This design comes from an exercise in tuning for small area, a short achievable clock period and few clock cycles per item on the open sky130 flow, not from production work.
At most, simulation tests tie the RTL to the original design; equivalence was not proved.

## tally_digest
module tally_digest (
    input  wire         clk,
    input  wire         rst,           
    input  wire         in_valid,
    output wire         in_ready,
    input  wire [63:0]  in_data,
    input  wire [7:0]   in_len,
    output wire         out_valid,
    input  wire         out_ready,
    output wire [127:0] out_digest
);
For scale: about 4,600 cells after synthesis, about 1,100 flip-flops, roughly 50,000 µm² of cells after synthesis.
Settings: LEC_CHECK=0, CAP_MARGIN=20, CORE_MARGIN=2, CORE_UTILIZATION=55, SETUP_SLACK_MARGIN=5, SLEW_MARGIN=20; clock period 12.0 ns.
standard.sh (not shown) runs the stock make flow with config.mk's settings and CLKGATE_MAP_FILE= SYNTH_SCRIPT=/design/flow/synth_recipe.tcl, a recipe that flattens the netlist after the stock synthesis.
==> flow/flow/run.sh <==
#!/bin/bash
# Standard layout, with timing repair aiming at a larger setup margin.
set -euo pipefail
bash standard.sh SETUP_SLACK_MARGIN=8 finish > standard.log 2>&1
The baseline went through all stages and came out clean.
Rerun with:
CORE_UTILIZATION = 70   (was 55)
Outcome:
- With this change the flow stopped in global routing
- synthesized cell count stays the same
- synthesized area is unchanged
Rerun with:
CORE_UTILIZATION = 45   (was 70)
The changed run passed the timing, DRC and antenna checks.
Synthesized cell count stays the same.
Area after synthesis is unchanged.
No run of this note included a check of the RTL's function; only the layout flow was run.

* * *

Setup of alpha:
tally_digest, a different RTL version from the one above (not shown whole).
Size in the first run: roughly 4500 cells after synthesis, roughly 210 I/O pins, roughly 50000 sq um of cells after synthesis.
## tally_digest
module tally_digest (
    input  wire         clk,
    input  wire         rst,           
    input  wire         in_valid,
    output wire         in_ready,
    input  wire [63:0]  in_data,
    input  wire [7:0]   in_len,
    output wire         out_valid,
    input  wire         out_ready,
    output wire [127:0] out_digest
);
Settings: LEC_CHECK=0, CAP_MARGIN=20, CORE_MARGIN=2, CORE_UTILIZATION=55, CTS_CLUSTER_DIAMETER=90, CTS_CLUSTER_SIZE=20, SETUP_SLACK_MARGIN=5, SLEW_MARGIN=20, TNS_END_PERCENT=5; clock period 12.0 ns.
==> flow/flow/run.sh <==
#!/bin/bash
# Standard layout; timing repair aims at a larger setup margin, and the
# port buffers are the smallest buffer (repair resizes them as needed).
# If detailed routing fails (a pin without access point, say), the layout
# is made again from scratch with one site of padding beside each cell.
set -uo pipefail
ARGS=(SETUP_SLACK_MARGIN=8 "BUFFER_PORTS_ARGS=-buffer_cell sky130_fd_sc_hd__buf_1")
if ! bash standard.sh "${ARGS[@]}" finish > standard.log 2>&1; then
    mv orfs orfs_failed && rm -rf orfs_failed/results orfs_failed/objects
    rm -f out/final.def
    bash standard.sh "${ARGS[@]}" CELL_PAD_IN_SITES_DETAIL_PLACEMENT=1 finish > standard_retry.log 2>&1
fi
Testbench counts of alpha, summed over its fixed seeds: cycles 320,482, items 1,920.
The inputs of beta differ from those of alpha as listed below.
# alpha
export LEC_CHECK = 0
export CAP_MARGIN = 20
export CORE_MARGIN = 2
export CORE_UTILIZATION = 55
export CTS_CLUSTER_DIAMETER = 90
export CTS_CLUSTER_SIZE = 20
export SETUP_SLACK_MARGIN = 5
export SLEW_MARGIN = 20
export TNS_END_PERCENT = 5
create_clock -name core_clock -period 12.0 [get_ports {clk}]
# beta
export LEC_CHECK = 0
export CAP_MARGIN = 20
export CORE_MARGIN = 2
export CORE_UTILIZATION = 45
export CTS_CLUSTER_DIAMETER = 100
export CTS_CLUSTER_SIZE = 24
export SETUP_SLACK_MARGIN = 5
export SLEW_MARGIN = 20
export TNS_END_PERCENT = 5
create_clock -name core_clock -period 12.0 [get_ports {clk}]
==> comparison <==
Register share of the cell area, alpha and beta: lower on alpha
[diff] routed via count, beta relative to alpha: improvement
Re highest attainable clock frequency: alpha was lower than beta.
beta — count of clock-net buffers in the final layout 15 lower, alpha as reference
Placed cell area of beta exceeds that of alpha slightly.
What gamma does differently from beta at the input level:
# beta
export LEC_CHECK = 0
export CAP_MARGIN = 20
export CORE_MARGIN = 2
export CORE_UTILIZATION = 45
export CTS_CLUSTER_DIAMETER = 100
export CTS_CLUSTER_SIZE = 24
export SETUP_SLACK_MARGIN = 5
export SLEW_MARGIN = 20
export TNS_END_PERCENT = 5
create_clock -name core_clock -period 12.0 [get_ports {clk}]
# gamma
export LEC_CHECK = 0
export CAP_MARGIN = 20
export CORE_MARGIN = 2
export CORE_UTILIZATION = 55
export CTS_CLUSTER_DIAMETER = 100
export CTS_CLUSTER_SIZE = 24
export SETUP_SLACK_MARGIN = 5
export SLEW_MARGIN = 20
export TNS_END_PERCENT = 5
create_clock -name core_clock -period 12.0 [get_ports {clk}]
- As far as fraction of the mapped netlist area in adder cells goes, gamma and beta are indistinguishable; the numbers are identical.
- Between gamma and beta, it is gamma whose final critical-path required period is higher, by 0.098 ns.
- Total global routing track utilization delta for gamma relative to beta: 5.0 points higher
- Wire length shrinks by a few percent when moving from beta to gamma.
> inputs changed (gamma -> delta)
# gamma
export LEC_CHECK = 0
export CAP_MARGIN = 20
export CORE_MARGIN = 2
export CORE_UTILIZATION = 55
export CTS_CLUSTER_DIAMETER = 100
export CTS_CLUSTER_SIZE = 24
export SETUP_SLACK_MARGIN = 5
export SLEW_MARGIN = 20
export TNS_END_PERCENT = 5
create_clock -name core_clock -period 12.0 [get_ports {clk}]
# delta
export LEC_CHECK = 0
export CAP_MARGIN = 20
export CORE_MARGIN = 2
export CORE_UTILIZATION = 50
export CTS_CLUSTER_DIAMETER = 90
export CTS_CLUSTER_SIZE = 20
export SETUP_SLACK_MARGIN = 5
export SLEW_MARGIN = 20
export TNS_END_PERCENT = 5
create_clock -name core_clock -period 12.0 [get_ports {clk}]
[summary]
Layout cell share with drive strength beyond 1, delta and gamma: lower on gamma
Compared with gamma, delta shows a higher met2 wirelength from detailed routing.
gamma has a lower setup slack than delta.
The minimum setup slack among reg-to-reg paths of delta exceeds that of gamma by 0.07 ns.
Edits applied to the flow inputs when going from delta to epsilon:
# delta
export LEC_CHECK = 0
export CAP_MARGIN = 20
export CORE_MARGIN = 2
export CORE_UTILIZATION = 50
export CTS_CLUSTER_DIAMETER = 90
export CTS_CLUSTER_SIZE = 20
export SETUP_SLACK_MARGIN = 5
export SLEW_MARGIN = 20
export TNS_END_PERCENT = 5
create_clock -name core_clock -period 12.0 [get_ports {clk}]
# epsilon
export LEC_CHECK = 0
export CAP_MARGIN = 20
export CORE_MARGIN = 2
export CORE_UTILIZATION = 45
export SETUP_SLACK_MARGIN = 5
export SLEW_MARGIN = 20
export TNS_END_PERCENT = 5
create_clock -name core_clock -period 12.0 [get_ports {clk}]
--- outcome ---
Relative to delta, the via density per instance of epsilon is lower by 3.9%.
Violation count after the first detailed-routing iteration: epsilon and delta compared, higher one is delta
Changes observed in epsilon relative to delta: hold slack has decreased.

* * *

tally_digest again, from the RTL that the note above started with.
Settings: LEC_CHECK=0, CAP_MARGIN=20, CORE_MARGIN=2, CORE_UTILIZATION=45, CTS_CLUSTER_DIAMETER=90, CTS_CLUSTER_SIZE=20, SETUP_SLACK_MARGIN=5, SLEW_MARGIN=20, TNS_END_PERCENT=5; clock period 12.0 ns.
Scripts as last shown in full above: flow/flow/run.sh
The starting point finished with timing, DRC and antenna clean.
Testbench counts at the start, summed over its fixed seeds: cycles 320,482, items 1,920.
Next try:
- CORE_UTILIZATION: 45 -> 40
Result:
- non-clock buffer count climbs by 1
- register-to-register slack improves by 0.02 ns
- die area climbs by 12%
- utilization drops by 5.6 points
- wire length drops by 0.50%
- maximum frequency climbs by 0.45%
- cell area climbs by 0.49%
- worst setup slack improves by 0.021 ns
- clock-buffer cell count drops by 4
Next try:
- CORE_UTILIZATION: 40 -> 45
- GPL_ROUTABILITY_DRIVEN: unset -> 0
Final area goes down by 0.66%.
Routed wire length drops by 4.2%.
Count of clock-buffer cells in the layout does not change.
Worst setup slack got worse by 0.044 ns.
Via count climbs by 0.99%.
Next try:
==> flow/flow/run.sh (replaced) <==
#!/bin/bash
# Standard layout; timing repair aims at a larger setup margin, and the
# port buffers are the smallest buffer (repair resizes them as needed).
set -euo pipefail
bash standard.sh SETUP_SLACK_MARGIN=8 "BUFFER_PORTS_ARGS=-buffer_cell sky130_fd_sc_hd__buf_1" finish > standard.log 2>&1
- CTS_CLUSTER_DIAMETER: 90 -> unset
- CTS_CLUSTER_SIZE: 20 -> unset
- GPL_ROUTABILITY_DRIVEN: 0 -> unset
After rerunning:
- The changed run ran to the end with no violations
- routed wire length rises by about 6%
- utilization rises by 1.9 points

* * *

tally_digest, a different RTL version from the one above (not shown whole).
For scale: about 1100 flip-flops, about 210 I/O pins, roughly 0.051 mm^2 of cells after synthesis.
export LEC_CHECK = 0
export ABC_CLOCK_PERIOD_IN_PS = 3500
export CAP_MARGIN = 20
export CORE_MARGIN = 2
export CORE_UTILIZATION = 40
export SETUP_SLACK_MARGIN = 5
export SLEW_MARGIN = 20
create_clock -name core_clock -period 12.0 [get_ports {clk}]
==> flow/flow/run.sh <==
#!/bin/bash
# Standard layout, with timing repair aiming at a larger setup margin.
set -euo pipefail
bash standard.sh SETUP_SLACK_MARGIN=9 finish > standard.log 2>&1
Testbench counts at the start, summed over its fixed seeds: cycles 320,482, items 1,920.
Then changed:
==> flow/flow/run.sh (replaced) <==
#!/bin/bash
# Standard layout, with timing repair aiming at a larger setup margin.
set -euo pipefail
bash standard.sh SETUP_SLACK_MARGIN=8 finish > standard.log 2>&1
Effect:
- The changed run completed with no timing, DRC or antenna violations
- register-to-register slack loses 240 ps
- critical path depth is lower by 1
- worst setup slack degrades by 240 ps
- die area does not change
- area after synthesis stays the same

## re-timing with driven ports
Ports are ideal in the flow. The routed layouts listed here were re-timed in OpenROAD.
Step 1, drivers: a clkbuf_16 drives clk and a buf_2 each remaining input, both assumed.
Step 2 adds t to the input delays and takes it off the output delays; t is the mean of the earliest and latest rising clock arrival at the registers after step 1. Input paths then give back, and output paths get back, about the clock's delay inside the block.
a / b / c = no drivers / after step 1 / after step 2; a / b = the first two.
| run | t (ns) | slack for setup (ns) | hold WS [ns] | worst data-port slew with drivers (ns) |
|---|---|---|---|---|
| the first run of note 1 | 0.788 | 7.168 / 7.168 / 7.168 | 0.282 / 0.282 / 0.282 | 0.07 |
| the third run of note 1 | 0.781 | 7.280 / 7.280 / 7.280 | 0.305 / 0.305 / 0.305 | 0.05 |
| alpha | 0.743 | 7.351 / 7.351 / 7.318 | 0.319 / 0.319 / 0.319 | 0.05 |
| beta | 0.746 | 7.432 / 7.432 / 7.410 | 0.295 / 0.295 / 0.295 | 0.05 |
| gamma | 0.757 | 7.334 / 7.334 / 7.265 | 0.298 / 0.298 / 0.298 | 0.04 |
| delta | 0.738 | 7.402 / 7.402 / 7.294 | 0.312 / 0.312 / 0.312 | 0.04 |
| epsilon | 0.775 | 7.450 / 7.450 / 7.444 | 0.274 / 0.274 / 0.274 | 0.05 |
| the first run of note 3 | 0.722 | 7.432 / 7.432 / 7.432 | 0.316 / 0.316 / 0.316 | 0.04 |
| the second run of note 3 | 0.724 | 7.453 / 7.453 / 7.364 | 0.316 / 0.316 / 0.316 | 0.04 |
| the third run of note 3 | 0.731 | 7.408 / 7.408 / 7.408 | 0.309 / 0.309 / 0.309 | 0.04 |
| the fourth run of note 3 | 0.775 | 7.450 / 7.450 / 7.444 | 0.274 / 0.274 / 0.274 | 0.05 |
| the first run of note 4 | 0.820 | 7.279 / 7.279 / 7.279 | 0.293 / 0.293 / 0.293 | 0.05 |
| the second run of note 4 | 0.803 | 7.041 / 7.041 / 7.041 | 0.274 / 0.274 / 0.274 | 0.06 |
After both steps setup and hold are still met in every run listed. The setup slack of delta, which loses most, moves by 0.000 ns with the drivers and by -0.108 ns with both steps.
